This is an optimization exercise on Yosys and OpenROAD, whose aim is small area, not a production implementation. The RTL of this run was laid out without a check of its function. Power and IR drop assume default switching activity.

==> flow/design.v <==
module bp_exec (
    input  wire         clk,
    input  wire         rst,           
    input  wire         in_valid,
    input  wire [127:0] in_insn,
    input  wire [15:0]  in_opa,        
    input  wire [15:0]  in_opb,        
    input  wire [15:0]  in_opc,        
    input  wire [15:0]  in_opd,        
    output reg          out_valid,
    output reg          out_we,        
    output reg  [15:0]  out_data,
    output reg          out_ext,       
    output reg          out_lat3,      
    output reg          out_heavy,     
    output reg          out_illegal,   
    output reg          out_format,    
    output reg          out_tap,       
    output reg          out_chk,       
    output reg  [3:0]   out_rd,        
    output reg  [3:0]   out_rdbit      
);
    reg         s1_valid;
    reg [127:0] s1_insn;
    reg [15:0]  s1_opa, s1_opb, s1_opc, s1_opd;
    always @(posedge clk) begin
        if (rst)
            s1_valid <= 1'b0;
        else
            s1_valid <= in_valid;
        s1_insn <= in_insn;
        s1_opa  <= in_opa;
        s1_opb  <= in_opb;
        s1_opc  <= in_opc;
        s1_opd  <= in_opd;
    end
    wire [5:0]  opc   = s1_insn[127:122];
    wire        f_tap = s1_insn[121];
    wire        f_chk = s1_insn[120];
    wire [1:0]  f_rsv = s1_insn[119:118];
    wire [7:0]  aux   = s1_insn[117:110];
    wire [15:0] imm   = s1_insn[109:94];
    wire [5:0]  sub   = s1_insn[93:88];
    wire [21:0] src_a = s1_insn[87:66];
    wire [21:0] src_b = s1_insn[65:44];
    wire [21:0] src_c = s1_insn[43:22];
    wire [21:0] src_d = s1_insn[21:0];
    localparam [5:0] OP_NOP    = 6'h00, OP_LUT4  = 6'h01, OP_LUT4E = 6'h02,
                     OP_GMUX   = 6'h03, OP_RED   = 6'h04, OP_CONST = 6'h05,
                     OP_ADD    = 6'h10, OP_ADDC  = 6'h11, OP_SUB   = 6'h12,
                     OP_SUBB   = 6'h13, OP_AND   = 6'h14, OP_OR    = 6'h15,
                     OP_XOR    = 6'h16, OP_WLUT2 = 6'h17, OP_SHL   = 6'h18,
                     OP_SHR    = 6'h19, OP_SAR   = 6'h1A, OP_ROT   = 6'h1B,
                     OP_CMPEQ  = 6'h1C, OP_CMPLTU= 6'h1D, OP_CMPLTS= 6'h1E,
                     OP_MUX2W  = 6'h1F, OP_INS   = 6'h20, OP_EXT   = 6'h21,
                     OP_SEXT   = 6'h22, OP_CAT8  = 6'h23, OP_MUL   = 6'h28,
                     OP_MULH   = 6'h29, OP_BRD   = 6'h2A, OP_BWR   = 6'h2B,
                     OP_DREQ   = 6'h2C, OP_DWR   = 6'h2D, OP_DGET  = 6'h2E,
                     OP_XOUT   = 6'h30, OP_XIN   = 6'h31, OP_QPUSH = 6'h32,
                     OP_QPOP   = 6'h33, OP_QSTAT = 6'h34, OP_SYNC  = 6'h38,
                     OP_CHECK  = 6'h39, OP_SREQ  = 6'h3A, OP_FINISH= 6'h3B;
    reg [3:0] dep16;
    reg [2:0] dep8;
    integer i, k;
    always @* begin
        dep16 = 4'b0000;
        dep8  = 3'b000;
        for (k = 0; k < 4; k = k + 1)
            for (i = 0; i < 16; i = i + 1)
                if (imm[i] != imm[i ^ (1 << k)])
                    dep16[k] = 1'b1;
        for (k = 0; k < 3; k = k + 1)
            for (i = 0; i < 8; i = i + 1)
                if (imm[i] != imm[i ^ (1 << k)])
                    dep8[k] = 1'b1;
    end
    reg        reserved;
    reg [5:0]  sub_mask;
    reg [7:0]  aux_mask;
    reg [15:0] imm_mask;
    reg [3:0]  rd;        
    reg [3:0]  rdbit;     
    reg        ext;       
    reg        handled;   
    reg [2:0]  xpath;
    reg [2:0]  lane;
    always @* begin
        reserved = 1'b0;
        sub_mask = 6'h00;
        aux_mask = 8'h00;
        imm_mask = 16'h0000;
        rd       = 4'b0000;
        rdbit    = 4'b0000;
        ext      = 1'b0;
        handled  = 1'b0;
        xpath    = aux[7:5];
        lane     = aux[4:2];
        case (opc)
            OP_NOP: ;
            OP_LUT4: begin
                handled  = 1'b1;
                imm_mask = 16'hFFFF;
                rd       = dep16;
                rdbit    = dep16;
            end
            OP_LUT4E: begin
                handled  = 1'b1;
                reserved = (sub > 6'd1);
                sub_mask = 6'h3F;
                imm_mask = 16'h00FF;
                rd       = {1'b1, dep8};
                rdbit    = {1'b1, dep8};
            end
            OP_GMUX: begin
                ext      = 1'b1;
                reserved = (sub > 6'd1) || (aux[7:4] == 4'h0);
                sub_mask = 6'h3F;
                aux_mask = 8'hFF;
                imm_mask = (aux[3:0] == 4'h0) ? 16'h07FF : 16'h0000;
                rd       = 4'b1111;
                rdbit    = (sub == 6'd1) ? 4'b0000 : 4'b1111;
            end
            OP_RED: begin
                handled  = 1'b1;
                reserved = (sub[1:0] == 2'd3);
                sub_mask = 6'h1F;
                imm_mask = 16'hFFFF;
                case (sub[4:3])
                    2'd0: rd = 4'b0001;
                    2'd1: rd = 4'b0011;
                    2'd2: rd = 4'b0111;
                    default: rd = 4'b1111;
                endcase
            end
            OP_CONST: begin
                handled  = 1'b1;
                imm_mask = 16'hFFFF;
            end
            OP_ADD, OP_SUB: begin
                handled  = 1'b1;
                reserved = (sub > 6'd2);
                sub_mask = 6'h3F;
                imm_mask = 16'h000F;
                rd       = 4'b0011;
            end
            OP_ADDC, OP_SUBB: begin
                handled  = 1'b1;
                reserved = (sub > 6'd2);
                sub_mask = 6'h3F;
                imm_mask = 16'h000F;
                rd       = 4'b0111;
                rdbit    = 4'b0100;
            end
            OP_AND, OP_OR, OP_XOR, OP_CAT8: begin
                handled  = 1'b1;
                reserved = (sub > 6'd3);
                sub_mask = 6'h3F;
                rd       = 4'b0011;
            end
            OP_WLUT2: begin
                handled  = 1'b1;
                imm_mask = 16'h000F;
                rd       = 4'b0011;
            end
            OP_SHL, OP_SHR: begin
                handled  = 1'b1;
                reserved = (sub > 6'd3);
                sub_mask = 6'h3F;
                imm_mask = sub[0] ? 16'h0000 : 16'h000F;
                rd       = {1'b0, sub[1], sub[0], 1'b1};
            end
            OP_SAR, OP_ROT: begin
                handled  = 1'b1;
                reserved = (sub > 6'd1);
                sub_mask = 6'h3F;
                imm_mask = sub[0] ? 16'h0000 : 16'h000F;
                rd       = {1'b0, 1'b0, sub[0], 1'b1};
            end
            OP_CMPEQ, OP_CMPLTU, OP_CMPLTS: begin
                handled  = 1'b1;
                reserved = (sub > 6'd3);
                sub_mask = 6'h3F;
                rd       = {1'b0, sub[1], 2'b11};
                rdbit    = {1'b0, sub[1], 2'b00};
            end
            OP_MUX2W: begin
                handled  = 1'b1;
                rd       = 4'b0111;
                rdbit    = 4'b0100;
            end
            OP_INS: begin
                handled  = 1'b1;
                imm_mask = 16'h00FF;
                rd       = 4'b0011;
            end
            OP_EXT: begin
                handled  = 1'b1;
                imm_mask = 16'h00FF;
                rd       = 4'b0001;
            end
            OP_SEXT: begin
                handled  = 1'b1;
                imm_mask = 16'h000F;
                rd       = 4'b0001;
            end
            OP_MUL: begin
                handled  = 1'b1;
                rd       = 4'b0011;
            end
            OP_MULH: begin
                handled  = 1'b1;
                reserved = (sub > 6'd3);
                sub_mask = 6'h3F;
                rd       = 4'b0011;
            end
            OP_BRD: begin
                ext      = 1'b1;
                reserved = (sub > 6'd2);
                sub_mask = 6'h3F;
                aux_mask = 8'h0F;
                imm_mask = (sub == 6'd0) ? 16'h0000 : 16'h7FFF;
                rd       = {3'b000, sub != 6'd1};
            end
            OP_BWR: begin
                ext      = 1'b1;
                reserved = (sub[1:0] == 2'd3);
                sub_mask = 6'h07;
                aux_mask = 8'h0F;
                imm_mask = (sub[1:0] == 2'd0) ? 16'h0000 : 16'h7FFF;
                rd       = {1'b0, sub[2], 1'b1, sub[1:0] != 2'd1};
                rdbit    = {1'b0, sub[2], 2'b00};
            end
            OP_DREQ: begin
                ext      = 1'b1;
                aux_mask = 8'h0F;
                rd       = 4'b0011;
            end
            OP_DWR: begin
                ext      = 1'b1;
                reserved = (sub > 6'd1);
                sub_mask = 6'h3F;
                aux_mask = 8'h0F;
                imm_mask = 16'h000F;
                rd       = {sub[0], 3'b111};
                rdbit    = {sub[0], 3'b000};
            end
            OP_DGET: begin
                ext      = 1'b1;
                reserved = (sub > 6'd1);
                sub_mask = 6'h3F;
                aux_mask = 8'h0F;
                imm_mask = 16'h000F;
            end
            OP_XOUT: begin
                ext      = 1'b1;
                reserved = (xpath == 3'd7) ||
                           (xpath == 3'd0 && sub[1:0] == 2'd3) ||
                           (xpath != 3'd0 && sub[1:0] != 2'd0);
                sub_mask = 6'h07;
                aux_mask = 8'hFF;
                imm_mask = 16'h7FFF;
                rd       = {2'b00, sub[2], 1'b1};
                rdbit    = {2'b00, sub[2], 1'b0};
            end
            OP_XIN: begin
                ext      = 1'b1;
                aux_mask = 8'h1F;
            end
            OP_QPUSH, OP_QPOP: begin
                ext      = 1'b1;
                reserved = (lane == 3'd3 && sub > 6'd1) || (lane > 3'd4);
                sub_mask = (lane == 3'd3) ? 6'h3F : 6'h00;
                aux_mask = 8'h1F;
                rd       = {2'b00, lane == 3'd3 && sub[0], opc == OP_QPUSH};
                rdbit    = {2'b00, lane == 3'd3 && sub[0], 1'b0};
            end
            OP_QSTAT: begin
                ext      = 1'b1;
                aux_mask = 8'h03;
            end
            OP_SYNC: begin
                ext      = 1'b1;
                reserved = (sub > 6'd1);
                sub_mask = 6'h3F;
                aux_mask = 8'h03;
                rd       = 4'b0001;
            end
            OP_CHECK: begin
                ext      = 1'b1;
                reserved = (sub > 6'd3);
                sub_mask = 6'h3F;
                imm_mask = 16'hFFFF;
                rd       = {2'b00, sub[0], 1'b1};
                rdbit    = {2'b00, sub[0], 1'b1};
            end
            OP_SREQ: begin
                ext      = 1'b1;
                reserved = (sub > 6'd1);
                sub_mask = 6'h3F;
                imm_mask = 16'h00FF;
                rd       = {2'b00, sub[0], 1'b1};
                rdbit    = 4'b0001;
            end
            OP_FINISH: begin
                ext      = 1'b1;
                reserved = (sub > 6'd1);
                sub_mask = 6'h3F;
                imm_mask = 16'hFFFF;
                rd       = {2'b00, sub[0], 1'b1};
                rdbit    = 4'b0001;
            end
            default: reserved = 1'b1;
        endcase
    end
    wire [21:0] src [0:3];
    assign src[0] = src_a;
    assign src[1] = src_b;
    assign src[2] = src_c;
    assign src[3] = src_d;
    reg src_bad;
    integer j;
    always @* begin
        src_bad = 1'b0;
        for (j = 0; j < 4; j = j + 1) begin
            if (!rd[j] && src[j] != 22'd0)
                src_bad = 1'b1;
            if (rd[j] && !rdbit[j] && src[j][3:0] != 4'd0)
                src_bad = 1'b1;
        end
    end
    wire format = !reserved &&
                  ((f_rsv != 2'b00) ||
                   ((sub & ~sub_mask) != 6'd0) ||
                   ((aux & ~aux_mask) != 8'd0) ||
                   ((imm & ~imm_mask) != 16'd0) ||
                   (opc == OP_NOP && f_chk) ||
                   src_bad);
    wire [15:0] wa = s1_opa;
    wire [15:0] wb = s1_opb;
    wire [15:0] wc = s1_opc;
    wire [15:0] wd = s1_opd;
    wire ba = s1_opa[src_a[3:0]];
    wire bb = s1_opb[src_b[3:0]];
    wire bc = s1_opc[src_c[3:0]];
    wire bd = s1_opd[src_d[3:0]];
    wire [3:0] lut4_idx  = {bd & dep16[3], bc & dep16[2], bb & dep16[1], ba & dep16[0]};
    wire [2:0] lut4e_idx = {bc & dep8[2], bb & dep8[1], ba & dep8[0]};
    wire       lut4_r    = imm[lut4_idx];
    wire       lut4e_r   = imm[lut4e_idx];
    wire       lut4e_en  = bd ^ sub[0];
    reg red_x;
    reg [15:0] red_v;
    integer r;
    always @* begin
        red_x = (sub[1:0] == 2'd0);
        for (r = 0; r < 4; r = r + 1) begin
            case (r)
                0: red_v = wa;
                1: red_v = wb;
                2: red_v = wc;
                default: red_v = wd;
            endcase
            if (r <= sub[4:3]) begin
                for (i = 0; i < 16; i = i + 1) begin
                    if (imm[i]) begin
                        if (sub[1:0] == 2'd0) red_x = red_x & red_v[i];
                        if (sub[1:0] == 2'd1) red_x = red_x | red_v[i];
                        if (sub[1:0] == 2'd2) red_x = red_x ^ red_v[i];
                    end
                end
            end
        end
    end
    wire red_r = red_x ^ sub[2];
    wire [4:0]  w     = {1'b0, imm[3:0]} + 5'd1;
    wire [16:0] wmask = (17'd1 << w) - 17'd1;
    wire [16:0] am    = {1'b0, wa} & wmask;
    wire [16:0] bm    = {1'b0, wb} & wmask;
    wire        ci    = (opc == OP_ADDC || opc == OP_SUBB) ? bc : 1'b0;
    wire        is_add = (opc == OP_ADD || opc == OP_ADDC);
    wire [16:0] add_t = am + bm + {16'd0, ci};
    wire [16:0] sub_t = am - bm - {16'd0, ci};
    wire [16:0] as_r  = (is_add ? add_t : sub_t) & wmask;
    wire        add_co = add_t[w];
    wire        sub_co = (am < (bm + {16'd0, ci}));
    wire [3:0]  tb    = imm[3:0];
    wire        a_top = wa[tb];
    wire        b_top = wb[tb];
    wire        r_top = as_r[tb];
    wire        add_ov = (a_top == b_top) && (r_top != a_top);
    wire        sub_ov = (a_top != b_top) && (r_top != a_top);
    reg  [15:0] addsub_r;
    always @* begin
        case (sub[1:0])
            2'd0:    addsub_r = as_r[15:0];
            2'd1:    addsub_r = {15'd0, is_add ? add_co : sub_co};
            default: addsub_r = {15'd0, is_add ? add_ov : sub_ov};
        endcase
    end
    wire [15:0] bw_b = sub[1] ? ~wb : wb;
    reg  [15:0] bw_t;
    always @* begin
        case (opc)
            OP_AND:  bw_t = wa & bw_b;
            OP_OR:   bw_t = wa | bw_b;
            default: bw_t = wa ^ bw_b;
        endcase
    end
    wire [15:0] bitwise_r = sub[0] ? ~bw_t : bw_t;
    reg [15:0] wlut2_r;
    always @* begin
        for (i = 0; i < 16; i = i + 1)
            wlut2_r[i] = imm[{wb[i], wa[i]}];
    end
    wire [4:0]  sh_n   = sub[0] ? wb[4:0] : {1'b0, imm[3:0]};
    wire [15:0] sh_f   = sub[1] ? wc : 16'h0000;
    wire [31:0] shl_t  = {wa, sh_f} << sh_n;
    wire [31:0] shr_t  = {sh_f, wa} >> sh_n;
    wire [31:0] sar_t  = $signed({{16{wa[15]}}, wa}) >>> sh_n;
    wire [31:0] rot_t  = {wa, wa} << sh_n[3:0];
    reg  [15:0] shift_r;
    always @* begin
        case (opc)
            OP_SHL:  shift_r = shl_t[31:16];
            OP_SHR:  shift_r = shr_t[15:0];
            OP_SAR:  shift_r = sar_t[15:0];
            default: shift_r = rot_t[31:16];
        endcase
    end
    wire eq  = (wa == wb);
    wire ltu = (wa < wb);
    wire lts = ($signed(wa) < $signed(wb));
    reg  cmp_t;
    always @* begin
        case (opc)
            OP_CMPEQ:  cmp_t = eq;
            OP_CMPLTU: cmp_t = ltu;
            default:   cmp_t = lts;
        endcase
        if (sub[1]) begin
            if (opc == OP_CMPEQ)
                cmp_t = cmp_t & bc;
            else
                cmp_t = cmp_t | (eq & bc);
        end
    end
    wire cmp_r = cmp_t ^ sub[0];
    wire [15:0] mux2w_r = bc ? wb : wa;
    wire [3:0]  fp     = imm[3:0];
    wire [4:0]  fw     = {1'b0, imm[7:4]} + 5'd1;
    wire [31:0] fones  = (32'd1 << fw) - 32'd1;
    wire [31:0] fmask  = fones << fp;
    wire [31:0] bshift = {16'd0, wb} << fp;
    wire [15:0] ins_r  = (wa & ~fmask[15:0]) | (bshift[15:0] & fmask[15:0]);
    wire [15:0] ext_r  = (wa >> fp) & fones[15:0];
    reg  [15:0] sext_r;
    always @* begin
        for (i = 0; i < 16; i = i + 1)
            sext_r[i] = (i <= fp) ? wa[i] : wa[fp];
    end
    wire [15:0] cat8_r = {sub[1] ? wb[15:8] : wb[7:0], sub[0] ? wa[15:8] : wa[7:0]};
    wire [31:0]        mul_p  = wa * wb;
    wire signed [16:0] mx     = {sub[0] & wa[15], wa};
    wire signed [16:0] my     = {sub[1] & wb[15], wb};
    wire signed [33:0] mulh_p = mx * my;
    reg [15:0] result;
    always @* begin
        case (opc)
            OP_LUT4:                             result = {15'd0, lut4_r};
            OP_LUT4E:                            result = {15'd0, lut4e_r};
            OP_RED:                              result = {15'd0, red_r};
            OP_CONST:                            result = imm;
            OP_ADD, OP_ADDC, OP_SUB, OP_SUBB:    result = addsub_r;
            OP_AND, OP_OR, OP_XOR:               result = bitwise_r;
            OP_WLUT2:                            result = wlut2_r;
            OP_SHL, OP_SHR, OP_SAR, OP_ROT:      result = shift_r;
            OP_CMPEQ, OP_CMPLTU, OP_CMPLTS:      result = {15'd0, cmp_r};
            OP_MUX2W:                            result = mux2w_r;
            OP_INS:                              result = ins_r;
            OP_EXT:                              result = ext_r;
            OP_SEXT:                             result = sext_r;
            OP_CAT8:                             result = cat8_r;
            OP_MUL:                              result = mul_p[15:0];
            OP_MULH:                             result = mulh_p[31:16];
            default:                             result = 16'h0000;
        endcase
    end
    wire we = s1_valid && handled && !reserved && !(opc == OP_LUT4E && !lut4e_en);
    always @(posedge clk) begin
        if (rst) begin
            out_valid <= 1'b0;
            out_we    <= 1'b0;
        end else begin
            out_valid <= s1_valid;
            out_we    <= we;
        end
        out_data    <= result;
        out_ext     <= ext && !reserved;
        out_lat3    <= !reserved && (opc == OP_MUL || opc == OP_MULH ||
                                     opc == OP_BRD || opc == OP_QPOP);
        out_heavy   <= (opc >= OP_MUL) && (opc <= OP_DGET);
        out_illegal <= reserved;
        out_format  <= format;
        out_tap     <= f_tap && !reserved;
        out_chk     <= f_chk && !reserved && (opc != OP_NOP);
        out_rd      <= reserved ? 4'b0000 : rd;
        out_rdbit   <= reserved ? 4'b0000 : rdbit;
    end
endmodule
==> flow/run.sh <==
#!/bin/bash
# synth_recipe.tcl (not shown) runs the flow's synth.tcl, then flattens the netlist and writes it again
# the make line also repeats each setting of config.mk as NAME=value (left out here)
make -C /OpenROAD-flow-scripts/flow DESIGN_CONFIG=/design/flow/config.mk WORK_HOME=/design/flow/orfs CLKGATE_MAP_FILE= SYNTH_SCRIPT=/design/flow/synth_recipe.tcl finish
==> flow/config.mk <==
export PLATFORM = sky130hd
export DESIGN_NAME = bp_exec
export DESIGN_NICKNAME = bp_exec
export VERILOG_FILES = /design/flow/design.v
export SDC_FILE = /design/flow/constraint.sdc
export NUM_CORES = 4
export LEC_CHECK = 0
export CAP_MARGIN = 20
export CORE_MARGIN = 2
export CORE_UTILIZATION = 40
export SLEW_MARGIN = 20
==> flow/constraint.sdc <==
create_clock -name core_clock -period 18.0 [get_ports {clk}]
set_input_delay 3.6000 -clock core_clock [delete_from_list [all_inputs] [get_ports {clk}]]
set_output_delay 3.6000 -clock core_clock [all_outputs]
set_load 0.01 [all_outputs]
==> run notes <==
run status=finished clean; area leader, netlist=fa_1; ranking of synthesized cells by area=fa_1 (20%), dfxtp_1 (12%), ha_1 (9.3%); Routed Antenna Nets=0; area grow syn2layout=12.3%; total grt overflow=0; die span in y=306 microns; fmax=0.0622 GHz; Arrival @ worst endpoint=16.56 ns; Lkg Pwr=18.1 nW; worst setup path class=flip-flop to flip-flop; H-tree lvl count=1; Req. time, crit path=18.48 ns; Mapped Cells=4703; Syn. warnings=1; clock buffer depth=3; CTS Hold Bufs=0; HP Start=s1_insn[121]; overall power=4.70 mW; Setup crit start kind=flip-flop; Total Routed Length=155000 microns; switching portion of total power=0.524; Die Wd=306 microns; CP endpoint kind=flip-flop; EDFF count, synth=0; worst min path class=flip-flop to flip-flop; most common cell in the synthesized netlist=inv_1; Post-CTS Resized=0; share of layout cells above drive strength 1=0.0632; RR Startpoint=s1_insn[88]; IO Pins=228; Seq pwr share=0.122; CTS tree=done; global-route wire length before repair=228000 microns; HPWL after DPL=117000 microns; vias in the first global route=34900; Post-synth ARST share=0; Final Hold Fails=0; Port Buf Inserts=227; Finished Core Util=0.455; top cells by count, synth=inv_1 (544), nand2_1 (543), nor2_1 (458), fa_1 (365), a21oi_1 (313); Pwr Density=114 nW/um^2; CTS Buf Count=28; Avg Inst Size Synth=7.78 sq um; total die area=93900 sq um; synth unique cells=104; Int Pwr=2.23 mW; Std-Cell Core Area=90300 sq um; Vias=36200; Clock Tree Root=clkbuf_16; most used cell, CP=mux2i_1; Net Sw Power=2.46 mW; Nets=5591; Max VDD drop=0.000155 V; setup_tns=0 ns; Crit-path slowest cell=dfxtp_2; clock share of power=0.137; Fin Clk Skew=0.0697 ns; FF+latch count, synth=226; crit-path max FO=24; GRT Util Overall=0.323; initial drt markers=5114; Synth Net Count=5536; Worst Path Buf+Inv=1; n_diodes=0; Post-CTS Setup Bufs=0; Top Family by Delay on Critical Path=compound AO/OA/AOI/OAI gates; Initial Utilization=0.405; DRC errors left=0; largest net degree at the start of global routing=71; Max stage delay on crit path=0.70 ns; crit path time final=16.08 ns; Clk Latency, worst-skew pair=0.67 ns; main flop type after synthesis=dfxtp_1; global placement routability congestion=1.06; # setup viols final=0; Site Rows=110; Slew Viols, Final=0; Setup crit start=s1_insn[88]; DR WL/cell=26.1 microns; DR vias/cell=6.08; share of the synthesized area in the top cell type=0.200; clk sink count=226; measured slew at the worst slew-check pin=1.24 ns; drt pass-1 iters=6; Seq/Total Area, Yosys=0.124; logic gate share of total power=0.742; Max-Cap Viols=0; cell area after synthesis=36600 sq um; normalized max-slew margin=0.173; final worst-path cycle share=0.893; Clock Pin Slew Worst Setup and Hold Paths=0.07 ns; initial antenna violation count=6; RSZ-0062 raised after global routing=false
-- through the flow --
| stage | cells | hold WS (ns) | setup slack, ns | instance area (sq um) |
|---|---|---|---|---|
| after floorplan | 4703 | 0.394 | 4.90 | 36600 |
| after global placement | 5904 | 0.398 | 2.36 | 40100 |
| after detailed placement | 5904 | 0.409 | 2.34 | 40100 |
| after CTS | 5956 | 0.418 | 2.28 | 41100 |
| after global routing | 5956 | 0.433 | 0.913 | 41100 |
| final | 5956 | 0.417 | 1.92 | 41100 |
-- worst paths after layout --
kind	endpoint	slack, ns	cells past startpoint
setup reg to reg	out_data[0]	1.92	52
hold reg to reg	out_tap	0.42	2
setup / recovery	out_data[0]	1.92	52
hold / removal	out_tap	0.42	2
-- routing by layer --
metal / global-route usage / share of wire / wire length, microns
met5: 0.00724 / 0.00089 / 138
met3: 0.0910 / 0.12 / 18700
met1: 0.435 / 0.40 / 62300
met2: 0.476 / 0.42 / 65300
met4: 0.153 / 0.056 / 8760
-- registers in the layout, summed over array words and instances (netlist names) --
register     cells
out_illegal      1
out_rdbit        4
out_ext          1
out_valid        1
out_tap          1
out_format       1
s1_valid         1
s1_opc          16
out_chk          1
out_rd           4
out_heavy        1
s1_opd          16
out_lat3         1
out_we           1
s1_opb          16
s1_insn        128
s1_opa          16
out_data        16
-- worst register-to-register path: cells and delay by family (launching register included) --
kind	cells	cell delay [ns]
flops	1	0.70
mux	8	2.61
buf+inv	1	0.43
simple gates	12	3.02
compound gates	31	9.15
-- cell families after synthesis --
family,Yosys count,synth area share
AOI/OAI and AO/OA,1123,0.199
xor gates and xnor gates,208,0.0498
adders and majority gates,638,0.293
buffers and inverters,884,0.0927
DFF,226,0.124
muxes,194,0.0705
and+or+nand+nor,1430,0.171
-- power groups by stage --
stage	clock network [mW]	registers (mW)	logic [mW]
2_1_floorplan	0	0.570	2.34
3_3_place_gp	0	0.581	3.42
3_5_place_dp	0	0.581	3.45
4_1_cts	0.654	0.570	3.48
5_1_grt	0.678	0.574	3.90
6_report	0.643	0.571	3.48
-- area by class of cell --
| type | count | area, sq um |
|---|---|---|
| clock inverter | 21 | 297 |
| multi-input combinational | 3593 | 28800 |
| timing repair buffer | 349 | 3190 |
| inverter | 560 | 2100 |
| fill | 9104 | 49200 |
| clock buffer | 31 | 742 |
| tap | 1176 | 1470 |
| sequential | 226 | 4540 |
-- layout by cell type (no fill, tap or decap), drive strengths merged, types with 11 or more instances in the layout --
| cell | n |
|---|---|
| a21o | 20 |
| a21boi | 13 |
| clkdlybuf4s50 | 227 |
| a2111oi | 11 |
| mux2i | 134 |
| a22oi | 20 |
| clkbuf | 31 |
| dfxtp | 226 |
| a211oi | 68 |
| a221oi | 22 |
| nor4 | 44 |
| ha | 273 |
| nand2b | 38 |
| o31ai | 20 |
| buf | 122 |
| xnor2 | 116 |
| o21ai | 269 |
| fa | 365 |
| o21bai | 27 |
| o221ai | 32 |
| inv | 555 |
| o31a | 11 |
| mux2 | 12 |
| clkinv | 14 |
| o211ai | 54 |
| nor3 | 74 |
| and2 | 40 |
| mux4 | 48 |
| a21oi | 314 |
| a31oi | 44 |
| and3 | 22 |
| nand4 | 20 |
| xor2 | 92 |
| nand3 | 114 |
| nor2 | 458 |
| a311oi | 15 |
| o22ai | 54 |
| o21a | 17 |
| nor2b | 30 |
| nand2 | 544 |

==> static timing again, ports no longer ideal <==
Ports are ideal in the flow. The routed layout listed here was re-timed in OpenROAD. Step 1 (the two cells are an assumption about what drives the block):
set clk [get_ports {clk}]
set_driving_cell -lib_cell sky130_fd_sc_hd__clkbuf_16 $clk
set_driving_cell -lib_cell sky130_fd_sc_hd__buf_2 [delete_from_list [all_inputs] $clk]
Step 2 also shifts input and output timing later by t, the mid clock arrival at the registers, as if the neighbouring blocks saw the same clock. Slacks: ideal ports / drivers / drivers and shift; pairs: ideal ports / drivers.
t, ns: 0.692
setup slack, ns: 1.918 / 1.918 / 1.918
latest minus earliest clock arrival (ns): 0.074 / 0.074
After both steps this run still meets setup and hold. For this run, drivers alone change the setup slack by 0.000 ns; drivers and shift together by 0.000 ns.
